What follows belongs to an exercise in optimizing a design on an open flow for small area, a short achievable clock period and few clock cycles; a production flow would make more cautious choices.
In this exercise RTL edits were held to simulation tests only and were not proved equivalent to the original.

## xenon
==> flow/design.v <==
module vbc_block_decoder (
    input  wire        clk,
    input  wire        rst,           
    input  wire        in_valid,
    output wire        in_ready,
    input  wire [31:0] in_data,       
    input  wire [4:0]  in_w,          
    output reg         out_valid,
    output wire [15:0] out_sample,    
    output reg         out_last       
);
    reg [31:0] slot0, slot1;
    reg        wp;            
    reg [1:0]  cnt;           
    reg [5:0]  ptr;
    reg [4:0]  w_in;          
    assign in_ready = !cnt[1];
    wire accept = in_valid && !cnt[1];
    reg        hdr;           
    reg        raw;
    reg [1:0]  pred;
    reg [4:0]  w;
    reg [17:0] ab;            
    reg        ua;
    reg [7:0]  idx;           
    reg [3:0]  idle;          
    reg [16:0] u2;            
    reg        v2;
    reg [15:0] hist [0:15];
    assign out_sample = hist[0];
    reg  [15:0] wmask;        
    integer wi;
    always @(*)
        for (wi = 0; wi < 16; wi = wi + 1)
            wmask[wi] = w > wi;
    wire [17:0] ub = ua ? {2'b0, u2[15:0]} : 18'd0;
    wire [17:0] cg [0:5];     
    wire [17:0] cp [0:5];
    assign cg[0] = ab & ub;
    assign cp[0] = ab ^ ub;
    genvar gl, gi;
    generate
        for (gl = 0; gl < 5; gl = gl + 1) begin : pfx
            for (gi = 0; gi < 18; gi = gi + 1) begin : bit_
                if (gi >= (1 << gl)) begin : comb
                    assign cg[gl+1][gi] = cg[gl][gi] | (cp[gl][gi] & cg[gl][gi - (1 << gl)]);
                    assign cp[gl+1][gi] = cp[gl][gi] & cp[gl][gi - (1 << gl)];
                end else begin : pass
                    assign cg[gl+1][gi] = cg[gl][gi];
                    assign cp[gl+1][gi] = cp[gl][gi];
                end
            end
        end
    endgenerate
    wire [17:0] carry = {cg[5][16:0], 1'b0};      
    wire [17:0] a     = cp[0] ^ carry;
    wire [17:0] hi    = ab | ub;
    reg  [15:0] kt;
    integer j;
    always @(*) begin
        kt[0] = 1'b1;
        for (j = 1; j < 16; j = j + 1)
            kt[j] = wmask[j] && (((hi >> (j + 2)) != 18'd0) || carry[j + 2]);
    end
    reg  [3:0] k;
    always @(*) begin
        k = 4'd0;
        for (j = 1; j < 16; j = j + 1)
            if (kt[j]) k = j;
    end
    wire [15:0] kmask = {1'b0, kt[15:1]};
    wire [31:0] wd0 = ptr[5] ? slot1 : slot0;
    wire [62:0] sh0 = ptr[5] ? {slot0[30:0], slot1} : {slot1[30:0], slot0};
    wire [46:0] sh1 = ptr[4] ? sh0[62:16] : sh0[46:0];
    wire [38:0] sh2 = ptr[3] ? sh1[46:8]  : sh1[38:0];
    wire [34:0] sh3 = ptr[2] ? sh2[38:4]  : sh2[34:0];
    wire [32:0] sh4 = ptr[1] ? sh3[34:2]  : sh3[32:0];
    wire [31:0] S   = ptr[0] ? sh4[32:1]  : sh4[31:0];
    reg  [4:0]  q;
    integer m;
    always @(*) begin
        q = 5'd16;
        for (m = 15; m >= 0; m = m - 1)
            if (!S[m]) q = m;
    end
    wire esc = q[4];
    wire [23:0] r1  = q[3] ? {1'b0, S[31:9]} : S[24:1];
    wire [19:0] r2  = q[2] ? r1[23:4]  : r1[19:0];
    wire [17:0] r3  = q[1] ? r2[19:2]  : r2[17:0];
    wire [15:0] rem = q[0] ? r3[16:1]  : r3[15:0];
    wire [4:0]  qk1 = k[0] ? {q[3:0], 1'b0} : {1'b0, q[3:0]};
    wire [6:0]  qk2 = k[1] ? {qk1, 2'b0}    : {2'b0, qk1};
    wire [10:0] qk3 = k[2] ? {qk2, 4'b0}    : {4'b0, qk2};
    wire [15:0] qk  = k[3] ? {qk3[7:0], 8'b0} : {5'b0, qk3};
    reg  [16:0] u;
    always @(*) begin
        if (raw)      u = {S[15:0] & wmask, 1'b0};
        else if (esc) u = {1'b0, S[31:16] & wmask};
        else          u = {1'b0, qk | (rem & kmask)};
    end
    wire [5:0]  pos_raw = {1'b0, ptr[4:0]} + {1'b0, w};
    wire [5:0]  pos_esc = pos_raw + 6'd16;
    wire [5:0]  xq      = {1'b0, ptr[4:0]} + {2'b0, q[3:0]};
    wire [5:0]  pos_cod = xq + {2'b0, k} + 6'd1;
    wire [5:0]  end_pos = raw ? pos_raw : esc ? pos_esc : pos_cod;
    reg  [47:0] W;
    integer n;
    always @(*)
        for (n = 0; n < 48; n = n + 1)
            W[n] = (n >= 32) ? 1'b1 : (n >= 17) ? kt[(32 - n) & 15] : 1'b0;
    wire [47:0] Wp      = {1'b1, W[47:1]};
    wire        strad_c = W[xq];
    wire        end5_c  = Wp[xq];
    wire        strad   = raw ? pos_raw > 6'd32 : esc ? pos_esc > 6'd32 : strad_c;
    wire        end5    = raw ? pos_raw[5]      : esc ? pos_esc[5]      : end5_c;
    wire        go      = !hdr && cnt != 2'd0 && (cnt[1] || !strad) && (idx == 8'd0 || idle == 4'd0);
    wire        last    = (idx == 8'd255);
    wire        hgo     = hdr && cnt != 2'd0;
    wire [1:0]  npop    = hgo ? 2'd1 : !go ? 2'd0 : last ? {strad, !strad} : {1'b0, end5};
    wire [1:0]  cnt_a   = cnt + {1'b0, accept};
    wire [1:0]  cnt_a1  = cnt_a - 2'd1;
    wire [1:0]  cnt_n   = npop[1] ? 2'd0 : npop[0] ? cnt_a1 : cnt_a;
    wire        upd     = go && !raw;
    wire [17:0] a_dec   = a - {2'b0, a[17:2]};
    wire [17:0] ab_n    = upd ? a_dec : a;
    always @(posedge clk) begin
        if (rst) begin
            cnt <= 2'd0;
            wp  <= 1'b0;
            ptr <= 6'd0;
            hdr <= 1'b1;
            idx <= 8'd0;
            v2  <= 1'b0;
            out_valid <= 1'b0;
        end else begin
            cnt <= cnt_n;
            wp  <= wp ^ accept;
            if (hgo || (go && last))
                ptr <= {ptr[5] ^ npop[0], 5'd0};
            else if (go)
                ptr <= {ptr[5] ^ end5, end_pos[4:0]};
            if (hdr) begin
                if (cnt != 2'd0) begin
                    hdr  <= 1'b0;
                    w    <= w_in;
                    pred <= wd0[1:0];
                    raw  <= wd0[6];
                end
            end else if (go) begin
                idx <= idx + 8'd1;
                if (last) hdr <= 1'b1;
            end
            v2 <= go;
            out_valid <= v2;
        end
        if (accept) w_in <= in_w;
        if (accept && !wp) slot0 <= in_data;
        if (accept &&  wp) slot1 <= in_data;
        if (hdr) begin
            ab <= 18'd4 << wd0[5:2];
            ua <= 1'b0;
        end else begin
            ab <= ab_n;
            ua <= upd;
        end
        idle     <= go ? 4'd0 : idle + 4'd1;
        u2       <= u;
        out_last <= (idx == 8'd0);
    end
    wire        first = (idx == 8'd1);
    wire        x0    = (idx[3:0] == 4'd1);
    wire        y0    = (idx[7:4] == 4'd0 && idx[3:0] != 4'd0) || (idx == 8'd16);
    wire        coded = !first && !raw;
    wire        use0  = coded && (pred == 2'd1 ? !x0 : pred == 2'd2 &&  y0);
    wire        use15 = coded && (pred == 2'd1 ?  x0 : pred == 2'd2 && !y0);
    wire [15:0] p     = (hist[0] & {16{use0}}) | (hist[15] & {16{use15}});
    wire [15:0] r = u2[16:1] ^ {16{u2[0]}};
    wire [15:0] s = (p + r) & wmask;
    integer h;
    always @(posedge clk) begin
        hist[0] <= v2 ? s : hist[15];
        for (h = 1; h < 16; h = h + 1) hist[h] <= hist[h-1];
    end
endmodule
Settings: LEC_CHECK=0, ABC_AREA=1, CAP_MARGIN=20, CORE_MARGIN=2, CORE_UTILIZATION=40, CTS_CLUSTER_DIAMETER=100, CTS_CLUSTER_SIZE=25, GPL_ROUTABILITY_DRIVEN=0, SETUP_SLACK_MARGIN=4.0, SLEW_MARGIN=20; clock period 10.0 ns.
run.sh (not shown) runs the stock make flow with config.mk's settings and CLKGATE_MAP_FILE= SYNTH_SCRIPT=/design/flow/synth_recipe.tcl, a recipe that flattens the netlist after the stock synthesis.
Testbench counts of xenon, summed over its fixed seeds: cycles 98,969.
Setup changes, xenon to fjord
Settings: a deleted GPL_ROUTABILITY_DRIVEN that had been 0; an added TNS_END_PERCENT of 50.
## What came out
- [compare] base=xenon new=fjord: fmax up 0.0015 GHz, sequential cell count flat, hold slack went up by 0.011 ns, area growth from synthesis to layout now larger.
- Fraction of area in clock buffers and inverters: fjord vs xenon up 0.48 points
- xenon → fjord: worst setup slack picked up an extra 0.048 ns.
- fjord: full flow OK, the timing, design-rule and antenna checks passed
- Fraction of final layout cells with drive strength greater than 1 (fjord over xenon): increase, 0.80 points
### fjord -> raven
Settings: ABC_AREA: 1 -> 0; TNS_END_PERCENT: 50 -> unset.
==> comparison <==
- From fjord to raven the numbers moved as follows: synthesized-area fraction occupied by ao, oa, aoi and oai cells higher, portion of the layout cell area used by non-clock buffers shows an increase of 1.2 points, first-iteration DRC count has decreased, layout overhead on the synthesized area went up.
- Diff fjord -> raven | overall die width | up by a few percent
- The largest family of logic cells by synthesized area comes out simple AND/OR/NAND/NOR gates in one run and compound AO/OA/AOI/OAI gates in the other, namely in fjord and raven respectively.
- fjord → raven: number of nets in the synthesized netlist went down, depth of the most critical reg-to-reg path shows an increase of about 13%, setup slack went down by 0.66 ns, number of instances in the synthesized netlist now sits lower.
- Relative to fjord, the detailed-route wire length of raven is higher by 2.9%.

* * *

Starts from the design.v that is shown in full above.
Settings: LEC_CHECK=0, ABC_AREA=1, CAP_MARGIN=20, CORE_MARGIN=2, CORE_UTILIZATION=35, CTS_CLUSTER_DIAMETER=100, CTS_CLUSTER_SIZE=25, SETUP_SLACK_MARGIN=4.25, SLEW_MARGIN=20; clock period 10.0 ns.
The baseline passed the timing, design-rule and antenna checks.
Testbench counts at the start, summed over its fixed seeds: cycles 98,969.
Rerun with:
==> flow/flow/run.sh (new file) <==
#!/bin/bash
# The standard layout (standard.sh), with one change: ABC's area script
# (ABC_AREA 1) maps the logic with a stronger script (fraig, scorr, dc2,
# dch -f and the &nf mapper) in place of ORFS's dch and map -B 0.9.
# Everything else is ORFS's own scripts, through a folder of links to them.
set -e
here=$(pwd)
mkdir -p "$here/scripts"
for f in "$FLOW_HOME"/scripts/*; do
    ln -sf "$f" "$here/scripts/$(basename "$f")"
done
rm -f "$here/scripts/abc_area.script"
cp "$here/flow/abc_area.script" "$here/scripts/abc_area.script"
export SCRIPTS_DIR="$here/scripts"
bash standard.sh > "$here/standard.log" 2>&1
==> flow/flow/abc_area.script (new file) <==
strash
&get -n
&fraig -x
&put
dc2
strash
&get -n
&dch -f
&nf
&put
buffer -c
topo
stime -c
upsize -c
dnsize -c
==> flow/standard.sh (new file) <==
#!/bin/bash
# synth_recipe.tcl (not shown) runs the flow's synth.tcl, then flattens the netlist and writes it again
# the make line also repeats each setting of config.mk as NAME=value (left out here)
make -C /OpenROAD-flow-scripts/flow DESIGN_CONFIG=/design/flow/config.mk WORK_HOME=/design/flow/orfs CLKGATE_MAP_FILE= SYNTH_SCRIPT=/design/flow/synth_recipe.tcl "${@:-finish}"
CORE_UTILIZATION = 40   (was 35)
SETUP_SLACK_MARGIN = 4.0   (was 4.25)
removed: flow/run.sh
=>
- area after synthesis goes down by about 4.7%
- first-iteration DRC count drops by about 17%
- routed wire length fell by 13%
- hold slack barely changes
- clock skew goes down by 0.010 ns
- final area drops by 1.2%
- global-route usage grows by 0.87 points
- count of clock-buffer cells in the layout rose by 1
Rerun with:
==> flow/run.sh (new file) <==
#!/bin/bash
# synth_recipe.tcl (not shown) runs the flow's synth.tcl, then flattens the netlist and writes it again
# the make line also repeats each setting of config.mk as NAME=value (left out here)
make -C /OpenROAD-flow-scripts/flow DESIGN_CONFIG=/design/flow/config.mk WORK_HOME=/design/flow/orfs CLKGATE_MAP_FILE= SYNTH_SCRIPT=/design/flow/synth_recipe.tcl finish
SETUP_SLACK_MARGIN = 4.5   (was 4.0)
removed: flow/flow/run.sh
removed: flow/flow/abc_area.script
removed: flow/standard.sh
The changed run finished with timing, DRC and antenna clean.
Design area is higher by 2.9%.
Die area is higher by 4.8%.
Clock-buffer cell count stays the same.
Synthesized cell count is higher by 33%.
Via count is higher by 20%.
Synthesized area is higher by 4.9%.
Non-clock buffer count is lower by 33.
Final cell count is higher by 23%.

* * *

Starts from the design.v that is shown in full above.
clock: 10.0 ns
lec_check: 0
abc_area: 1
cap_margin: 20
core_margin: 2
core_utilization: 40
cts_cluster_diameter: 100
cts_cluster_size: 25
setup_slack_margin: 4.0
slew_margin: 20
Stock flow here: none of the scripts above is used.
The baseline produced a clean layout.
Testbench counts at the start, summed over its fixed seeds: cycles 98,969.
==> next run, changes <==
- CTS_BUF_LIST: unset -> sky130_fd_sc_hd__clkbuf_8 sky130_fd_sc_hd__clkbuf_16
- SETUP_SLACK_MARGIN: 4.0 -> 4.25
Effect: Synthesized area does not change; routed wire length rises by 0.58%; hold slack is about the same; die area is unchanged; register-to-register slack is better by 0.17 ns; via count increases by 0.81%; fmax went up by 3.2%; sequential share of layout area fell by 0.42 points; final area went up by 1.0%.

* * *

// vbc_block_decoder: RTL as listed in full above, without the edits since
export LEC_CHECK = 0
export ABC_AREA = 1
export CAP_MARGIN = 20
export CORE_MARGIN = 2
export CORE_UTILIZATION = 40
export CTS_CLUSTER_DIAMETER = 100
export CTS_CLUSTER_SIZE = 25
export SETUP_SLACK_MARGIN = 3.5
export SLEW_MARGIN = 20
create_clock -name core_clock -period 10.0 [get_ports {clk}]
Testbench counts at the start, summed over its fixed seeds: cycles 98,969.
==> next run, changes <==
--- a/flow/config.mk
+++ b/flow/config.mk
@@ -14 +14,2 @@
-export SETUP_SLACK_MARGIN = 3.5
+export GPL_TIMING_DRIVEN = 0
+export SETUP_SLACK_MARGIN = 4.25
Effect:
- The new run finished clean
- die area does not change
- core utilization rose by 2.8 points
- via count rises by 3.1%
- first-iteration DRC count went down by 19%
- clock skew barely changes
- register-to-register slack gets better by 0.43 ns
==> next run, changes <==
--- a/flow/config.mk
+++ b/flow/config.mk
@@ -14 +13,0 @@
-export GPL_TIMING_DRIVEN = 0
The new run went through all stages and came out clean.
Register-to-register slack gets better by 0.10 ns.
Global-route usage falls by 2.6 points.
==> next run, changes <==
--- a/flow/config.mk
+++ b/flow/config.mk
@@ -11 +11 @@
-export CORE_UTILIZATION = 40
+export CORE_UTILIZATION = 55
@@ -14 +14,2 @@
-export SETUP_SLACK_MARGIN = 4.25
+export PLACE_DENSITY = 0.7
+export SETUP_SLACK_MARGIN = 4.0
The changed run finished with timing, DRC and antenna clean; worst setup slack loses 0.25 ns; global-route usage rises by 7.1 points; critical path depth fell by 9; maximum frequency drops by 4.5%; wire length went down by 2.6%; cell count drops by 5.2%; hold slack gets worse by 0.021 ns.
==> next run, changes <==
--- a/flow/config.mk
+++ b/flow/config.mk
@@ -11 +11 @@
-export CORE_UTILIZATION = 55
+export CORE_UTILIZATION = 40
@@ -13,2 +13 @@
-export CTS_CLUSTER_SIZE = 25
-export PLACE_DENSITY = 0.7
+export CTS_CLUSTER_SIZE = 30
=> The changed run finished with timing, DRC and antenna clean; clock-buffer cell count decreases by 2; non-clock buffer count decreases by 9; design area increases by 0.34%; first-iteration DRC count decreases by about 3.4%; flip-flop and latch count stays the same; synthesized cell count is unchanged; sequential share of layout area decreases by 0.13 points; routed wire length increases by 1.9%.

* * *

// vbc_block_decoder: RTL as listed in full above, without the edits since
export LEC_CHECK = 0
export ABC_AREA = 1
export CAP_MARGIN = 20
export CORE_MARGIN = 2
export CORE_UTILIZATION = 40
export CTS_CLUSTER_DIAMETER = 100
export CTS_CLUSTER_SIZE = 25
export SETUP_SLACK_MARGIN = 4.4
export SLEW_MARGIN = 20
create_clock -name core_clock -period 10.0 [get_ports {clk}]
The first run produced a clean layout.
Testbench counts at the start, summed over its fixed seeds: cycles 98,969.
==> next run, changes <==
- SETUP_SLACK_MARGIN: 4.4 -> 4.75
The new run completed without violations.
Synthesized area is unchanged.
Hold slack is about the same.
Routed wire length climbs slightly.
==> next run, changes <==
- CORE_UTILIZATION: 40 -> 48
- PLACE_DENSITY: unset -> 0.65
- SETUP_SLACK_MARGIN: 4.75 -> 4.25
What happened:
- The changed run finished with timing, DRC and antenna clean
- register-to-register slack got worse by 0.15 ns
- first-iteration DRC count shrinks by 0.55%
- setup slack got worse by 0.15 ns
- count of clock-buffer cells in the layout does not change

re-timing with driven ports:
No port has a modelled driver above. Below, the same layouts with a new extraction and two added sets of constraints.
Step 1, drivers: a clkbuf_16 drives clk and a buf_2 each remaining input, both assumed.
Step 2, shift: input delay + t, output delay - t, t = (earliest + latest rising clock arrival at the registers) / 2. This alone moves slack from input paths to output paths.
Slacks: ideal / step 1 / step 2; pairs: ideal / step 1.
run	shift t [ns]	setup slack, ns	worst hold slack (ns)	worst setup path at the end	cell pins on the clock port's net
xenon	0.595	4.389 / 4.389 / 4.389	0.316 / 0.316 / 0.316	register to register	1
fjord	0.604	4.437 / 4.437 / 4.437	0.327 / 0.327 / 0.327	register to register	1
raven	0.627	3.774 / 3.774 / 3.774	0.314 / 0.314 / 0.314	register to register	1
the first run of note 2	0.619	4.453 / 4.453 / 4.453	0.317 / 0.317 / 0.317	register to register	1
the second run of note 2	0.604	3.463 / 3.463 / 3.463	0.314 / 0.314 / 0.314	register to register	1
the third run of note 2	0.607	4.666 / 4.666 / 4.666	0.327 / 0.327 / 0.327	register to register	1
the first run of note 3	0.604	4.437 / 4.437 / 4.437	0.327 / 0.327 / 0.327	register to register	1
the second run of note 3	0.605	4.612 / 4.612 / 4.612	0.327 / 0.327 / 0.327	register to register	1
the first run of note 4	0.603	4.080 / 4.080 / 4.080	0.327 / 0.327 / 0.327	register to register	1
the second run of note 4	0.618	4.509 / 4.509 / 4.509	0.322 / 0.322 / 0.322	register to register	1
the third run of note 4	0.605	4.609 / 4.609 / 4.609	0.327 / 0.327 / 0.327	register to register	1
the fourth run of note 4	0.597	4.356 / 4.356 / 4.356	0.305 / 0.305 / 0.305	register to register	1
the fifth run of note 4	0.605	4.388 / 4.388 / 4.388	0.331 / 0.331 / 0.331	register to register	1
the first run of note 5	0.607	4.578 / 4.578 / 4.578	0.327 / 0.327 / 0.327	register to register	1
the second run of note 5	0.608	4.720 / 4.720 / 4.720	0.328 / 0.328 / 0.328	register to register	1
the third run of note 5	0.604	4.569 / 4.569 / 4.569	0.304 / 0.304 / 0.304	register to register	1
After both steps setup and hold are still met in every run listed.
